Context: an optimization exercise on an open-source flow, tuned for small area, a short achievable clock period and few clock cycles per item. The choices shown serve that exercise and are no tape-out recipe. RTL that was checked went through simulation tests only; none was proved equivalent to the original.

// aes_cell
module aes_cell (
    input  wire         clk,
    input  wire         rst,           
    input  wire         in_valid,
    output wire         in_ready,
    input  wire         in_decrypt,    
    input  wire         in_key256,     
    input  wire [255:0] in_key,
    input  wire [127:0] in_block,
    output reg          out_valid,
    output reg  [127:0] out_block
);
Size in the first run: ~11000 cells after synthesis, roughly 1500 flip-flops, about 520 I/O pins, about 0.097 mm2 of cells after synthesis.
Settings: LEC_CHECK=0, CAP_MARGIN=20, CORE_MARGIN=2, CORE_UTILIZATION=40, PLACE_DENSITY=0.6, SLEW_MARGIN=20; clock period 12.0 ns.
standard.sh (not shown) runs the stock make flow with config.mk's settings and CLKGATE_MAP_FILE= SYNTH_SCRIPT=/design/flow/synth_recipe.tcl, a recipe that flattens the netlist after the stock synthesis.
==> flow/flow/run.sh <==
#!/bin/bash
# Own layout flow: the standard ORFS flow, except that
#  - synthesis maps the combinational logic with the ABC script in
#    flow/abc.script instead of ORFS's, and
#  - repair_timing aims for the setup margin in flow/margin.txt (ns below the
#    12 ns clock), so that the design is sized for a shorter achieved period.
# The clock period, SDC and everything else are the standard flow's.
set -euo pipefail
W=$PWD
MARGIN=$(cat "$W/flow/margin.txt")
cat > "$W/own_synth.tcl" <<EOF2
proc abc {args} {
  set i [lsearch -exact \$args -script]
  if {\$i >= 0} { set args [lreplace \$args [expr {\$i + 1}] [expr {\$i + 1}] $W/flow/abc.script] }
  puts "own_synth: abc with \$args"
  yosys abc {*}\$args
}
source $W/synth_recipe.tcl
EOF2
sed "s#SYNTH_SCRIPT=[^ ]*#SYNTH_SCRIPT=$W/own_synth.tcl#" standard.sh > own_standard.sh
grep -q "own_synth.tcl" own_standard.sh
bash own_standard.sh SETUP_SLACK_MARGIN=$MARGIN finish > "$W/flow_make.log" 2>&1
==> flow/flow/abc.script <==
&get -n
&st
&dch
&nf -p
&put
==> flow/flow/margin.txt <==
8.0
==> next run, changes <==
==> flow/flow/run.sh (replaced) <==
#!/bin/bash
# Own layout flow: the standard ORFS flow (standard.sh), except that
#  - synthesis maps the combinational logic with the ABC script in
#    flow/abc.script instead of ORFS's (registers are mapped before ABC, as
#    in the standard synthesis), and
#  - the ORFS make variables in flow/make_args.txt (one per line) are added:
#    a setup margin for repair_timing, so the design is sized for a shorter
#    achieved period than the 12 ns clock, and the buffer cell for the port
#    buffers.
# The clock period, SDC and everything else are the standard flow's.
set -euo pipefail
W=$PWD
cat > "$W/own_synth.tcl" <<EOF2
proc abc {args} {
  set i [lsearch -exact \$args -script]
  if {\$i >= 0} { set args [lreplace \$args [expr {\$i + 1}] [expr {\$i + 1}] $W/flow/abc.script] }
  puts "own_synth: abc with \$args"
  yosys abc {*}\$args
}
source $W/synth_recipe.tcl
EOF2
sed "s#SYNTH_SCRIPT=[^ ]*#SYNTH_SCRIPT=$W/own_synth.tcl#" standard.sh > own_standard.sh
grep -q "own_synth.tcl" own_standard.sh
ARGS=()
while IFS= read -r line; do
  [[ -n "$line" && "$line" != \#* ]] && ARGS+=("$line")
done < "$W/flow/make_args.txt"
bash own_standard.sh "${ARGS[@]}" finish > "$W/flow_make.log" 2>&1
==> flow/flow/abc.script (replaced) <==
&get -n
&st
&dch
&nf
&put
==> flow/flow/make_args.txt (new file) <==
SETUP_SLACK_MARGIN=8.0
BUFFER_PORTS_ARGS=-buffer_cell sky130_fd_sc_hd__buf_1
removed: flow/flow/margin.txt
What happened: Setup slack improved by 0.0048 ns; core utilization falls by 1.3 points; routed wire length fell by 0.37%; global-route usage shrinks by 0.29 points; flip-flop and latch count is unchanged.
No functional check of the RTL was part of any run of this note.


Another version of the RTL of aes_cell (not shown whole).
Size in the first run: ~14000 cells after synthesis, ~1600 flip-flops, about 520 I/O pins, ~110000 um^2 of cells after synthesis.
==> flow/config.mk <==
export PLATFORM = sky130hd
export DESIGN_NAME = aes_cell
export DESIGN_NICKNAME = aes_cell
export VERILOG_FILES = /design/flow/design.v
export SDC_FILE = /design/flow/constraint.sdc
export NUM_CORES = 8
export LEC_CHECK = 0
export CAP_MARGIN = 20
export CORE_MARGIN = 2
export CORE_UTILIZATION = 25
export PLACE_DENSITY = 0.35
export SLEW_MARGIN = 20
==> flow/constraint.sdc <==
create_clock -name core_clock -period 12.0 [get_ports {clk}]
set_input_delay 2.4000 -clock core_clock [delete_from_list [all_inputs] [get_ports {clk}]]
set_output_delay 2.4000 -clock core_clock [all_outputs]
set_load 0.01 [all_outputs]
==> flow/flow/run.sh <==
#!/bin/bash
# Own layout flow: the standard ORFS flow, except that synthesis maps the
# combinational logic with the ABC script in flow/abc.script instead of ORFS's.
# Everything else (registers, flattening, renaming, floorplan, placement,
# CTS, routing) is the standard flow.
set -euo pipefail
W=$PWD
cat > "$W/own_synth.tcl" <<EOF2
proc abc {args} {
  set i [lsearch -exact \$args -script]
  if {\$i >= 0} { set args [lreplace \$args [expr {\$i + 1}] [expr {\$i + 1}] $W/flow/abc.script] }
  puts "own_synth: abc with \$args"
  yosys abc {*}\$args
}
source $W/synth_recipe.tcl
EOF2
sed "s#SYNTH_SCRIPT=[^ ]*#SYNTH_SCRIPT=$W/own_synth.tcl#" standard.sh > own_standard.sh
grep -q "own_synth.tcl" own_standard.sh
bash own_standard.sh > "$W/flow_make.log" 2>&1
==> flow/flow/abc.script <==
strash
dch
map -a
Testbench counts at the start, summed over its fixed seeds: cycles 48,720, items 3,200.
Then changed:
==> flow/flow/run.sh (replaced) <==
#!/bin/bash
# Own layout flow: the standard ORFS flow (standard.sh), except that
#  - synthesis maps the combinational logic with the ABC script in
#    flow/abc.script instead of ORFS's (registers are mapped before ABC, as
#    in the standard synthesis), and
#  - the ORFS make variables in flow/make_args.txt (one per line) are added:
#    a setup margin for repair_timing, so the design is sized for a shorter
#    achieved period than the 12 ns clock, and the buffer cell for the port
#    buffers.
# The clock period, SDC and everything else are the standard flow's.
set -euo pipefail
W=$PWD
cat > "$W/own_synth.tcl" <<EOF2
proc abc {args} {
  set i [lsearch -exact \$args -script]
  if {\$i >= 0} { set args [lreplace \$args [expr {\$i + 1}] [expr {\$i + 1}] $W/flow/abc.script] }
  puts "own_synth: abc with \$args"
  yosys abc {*}\$args
}
source $W/synth_recipe.tcl
EOF2
sed "s#SYNTH_SCRIPT=[^ ]*#SYNTH_SCRIPT=$W/own_synth.tcl#" standard.sh > own_standard.sh
grep -q "own_synth.tcl" own_standard.sh
ARGS=()
while IFS= read -r line; do
  [[ -n "$line" && "$line" != \#* ]] && ARGS+=("$line")
done < "$W/flow/make_args.txt"
bash own_standard.sh "${ARGS[@]}" finish > "$W/flow_make.log" 2>&1
==> flow/flow/make_args.txt (new file) <==
SETUP_SLACK_MARGIN=9.0
BUFFER_PORTS_ARGS=-buffer_cell sky130_fd_sc_hd__buf_1
Design area went up by well over a third.
Flip-flop and latch count does not change.
Worst hold slack is about the same.
Core utilization went up by 14 points.
Die area is unchanged.
Then changed:
==> flow/flow/run.sh (replaced) <==
#!/bin/bash
# Own layout flow: the standard ORFS flow, except that
#  - synthesis maps the combinational logic with the ABC script in
#    flow/abc.script instead of ORFS's, and
#  - repair_timing aims for the setup margin in flow/margin.txt (ns below the
#    12 ns clock), so that the design is sized for a shorter achieved period.
# The clock period, SDC and everything else are the standard flow's.
set -euo pipefail
W=$PWD
MARGIN=$(cat "$W/flow/margin.txt")
cat > "$W/own_synth.tcl" <<EOF2
proc abc {args} {
  set i [lsearch -exact \$args -script]
  if {\$i >= 0} { set args [lreplace \$args [expr {\$i + 1}] [expr {\$i + 1}] $W/flow/abc.script] }
  puts "own_synth: abc with \$args"
  yosys abc {*}\$args
}
source $W/synth_recipe.tcl
EOF2
sed "s#SYNTH_SCRIPT=[^ ]*#SYNTH_SCRIPT=$W/own_synth.tcl#" standard.sh > own_standard.sh
grep -q "own_synth.tcl" own_standard.sh
bash own_standard.sh SETUP_SLACK_MARGIN=$MARGIN finish > "$W/flow_make.log" 2>&1
==> flow/flow/margin.txt (new file) <==
8.0
--- a/flow/config.mk
+++ b/flow/config.mk
@@ -8,5 +8,5 @@
 export CAP_MARGIN = 20
 export CORE_MARGIN = 2
-export CORE_UTILIZATION = 25
-export PLACE_DENSITY = 0.35
+export CORE_UTILIZATION = 40
+export PLACE_DENSITY = 0.6
 export SLEW_MARGIN = 20
removed: flow/flow/make_args.txt
After rerunning:
- sequential share of layout area rose by 7.0 points
- setup slack loses 0.0057 ns
Then changed:
--- a/flow/config.mk
+++ b/flow/config.mk
@@ -8,5 +8,5 @@
 export CAP_MARGIN = 20
 export CORE_MARGIN = 2
-export CORE_UTILIZATION = 40
-export PLACE_DENSITY = 0.6
+export CORE_UTILIZATION = 25
+export PLACE_DENSITY = 0.35
 export SLEW_MARGIN = 20
The new run ran to the end with no violations. Sequential share of layout area drops by 0.95 points. Hold slack gets worse by 0.010 ns. Wire length climbs by about a fifth. Cell area climbs by a few percent. Synthesized cell count stays the same. Synthesized area stays the same. Clock-buffer cell count climbs by 38. Core utilization drops by 17 points. Setup slack gets better by 0.015 ns.


## willow
aes_cell, a different RTL version from the one above (not shown whole).
Size in the first run: ~11000 cells after synthesis, ~95000 um2 of cells after synthesis.
Design aes_cell, start of the top module:
module aes_cell (
    input  wire         clk,
    input  wire         rst,           
    input  wire         in_valid,
    output wire         in_ready,
    input  wire         in_decrypt,    
    input  wire         in_key256,     
    input  wire [255:0] in_key,
    input  wire [127:0] in_block,
    output reg          out_valid,
    output reg  [127:0] out_block
);
export LEC_CHECK = 0
export CAP_MARGIN = 20
export CORE_MARGIN = 2
export CORE_UTILIZATION = 40
export CTS_CLUSTER_DIAMETER = 150
export CTS_CLUSTER_SIZE = 20
export PLACE_DENSITY = 0.6
export SLEW_MARGIN = 20
create_clock -name core_clock -period 12.0 [get_ports {clk}]
==> flow/flow/run.sh <==
#!/bin/bash
# Own layout flow: the standard ORFS flow (standard.sh), except that
#  - synthesis maps the combinational logic with the ABC script in
#    flow/abc.script instead of ORFS's (registers are mapped before ABC, as
#    in the standard synthesis), and
#  - the ORFS make variables in flow/make_args.txt (one per line) are added:
#    a setup margin for repair_timing, so the design is sized for a shorter
#    achieved period than the 12 ns clock, and the buffer cell for the port
#    buffers.
# The clock period, SDC and everything else are the standard flow's.
set -euo pipefail
W=$PWD
cat > "$W/own_synth.tcl" <<EOF2
proc abc {args} {
  set i [lsearch -exact \$args -script]
  if {\$i >= 0} { set args [lreplace \$args [expr {\$i + 1}] [expr {\$i + 1}] $W/flow/abc.script] }
  puts "own_synth: abc with \$args"
  yosys abc {*}\$args
}
source $W/synth_recipe.tcl
EOF2
sed "s#SYNTH_SCRIPT=[^ ]*#SYNTH_SCRIPT=$W/own_synth.tcl#" standard.sh > own_standard.sh
grep -q "own_synth.tcl" own_standard.sh
ARGS=()
while IFS= read -r line; do
  [[ -n "$line" && "$line" != \#* ]] && ARGS+=("$line")
done < "$W/flow/make_args.txt"
bash own_standard.sh "${ARGS[@]}" finish > "$W/flow_make.log" 2>&1
==> flow/flow/abc.script <==
&get -n
&st
&dch
&nf
&put
==> flow/flow/make_args.txt <==
SETUP_SLACK_MARGIN=8.0
BUFFER_PORTS_ARGS=-buffer_cell sky130_fd_sc_hd__buf_1
Testbench counts of willow, summed over its fixed seeds: cycles 47,949, items 3,200.
> inputs changed (willow -> ember)
diff --git a/flow/config.mk b/flow/config.mk
--- a/flow/config.mk
+++ b/flow/config.mk
@@ -10,4 +10,2 @@
 export CORE_UTILIZATION = 40
-export CTS_CLUSTER_DIAMETER = 150
-export CTS_CLUSTER_SIZE = 20
 export PLACE_DENSITY = 0.6
The run with more routed wire is ember, not willow. Compared with willow, ember shows a lower multi-input combinational area share. Global-route usage is lower on willow. Relative to willow, the global-route wire length before repair of ember is higher by about 0.54%. willow -> ember: reported max-cap violation count delta 0, exact match.

[afterwards: timing with drivers on the ports]
Ports are ideal in the flow. The routed layouts listed here were re-timed in OpenROAD. Step 1: set_driving_cell puts a clkbuf_16 on clk and a buf_2 on each other input, an assumption about the parent block. Step 2 also shifts input and output timing later by t, the mid clock arrival at the registers, as if the neighbouring blocks saw the same clock. Slacks: ideal / step 1 / step 2; pairs: ideal / step 1.
run | shift t [ns] | setup WS [ns] | worst setup path at the end | latest minus earliest clock arrival (ns) | cell pins on the clock port's net
the first run of note 1 | 0.970 | 7.824 / 7.824 / 7.347 | input to register | 0.067 / 0.067 | 1
the second run of note 1 | 0.953 | 7.828 / 7.828 / 7.755 | input to register | 0.060 / 0.059 | 1
the first run of note 2 | 1.065 | 6.410 / 6.410 / 6.393 | input to register | 0.076 / 0.075 | 1
the second run of note 2 | 1.079 | 7.914 / 7.793 / 7.818 | input to register | 0.088 / 0.089 | 1
the third run of note 2 | 1.003 | 7.909 / 7.908 / 7.082 | input to register | 0.075 / 0.075 | 1
the fourth run of note 2 | 1.082 | 7.924 / 7.829 / 7.058 | input to register | 0.059 / 0.058 | 1
willow | 0.903 | 7.776 / 7.776 / 7.141 | input to register | 0.065 / 0.066 | 1
ember | 0.962 | 7.729 / 7.729 / 7.103 | input to register | 0.048 / 0.049 | 1
After both steps every run listed still meets setup and hold. For the fourth run of note 2, which loses most, drivers alone change the setup slack by -0.095 ns; drivers and shift together by -0.866 ns.
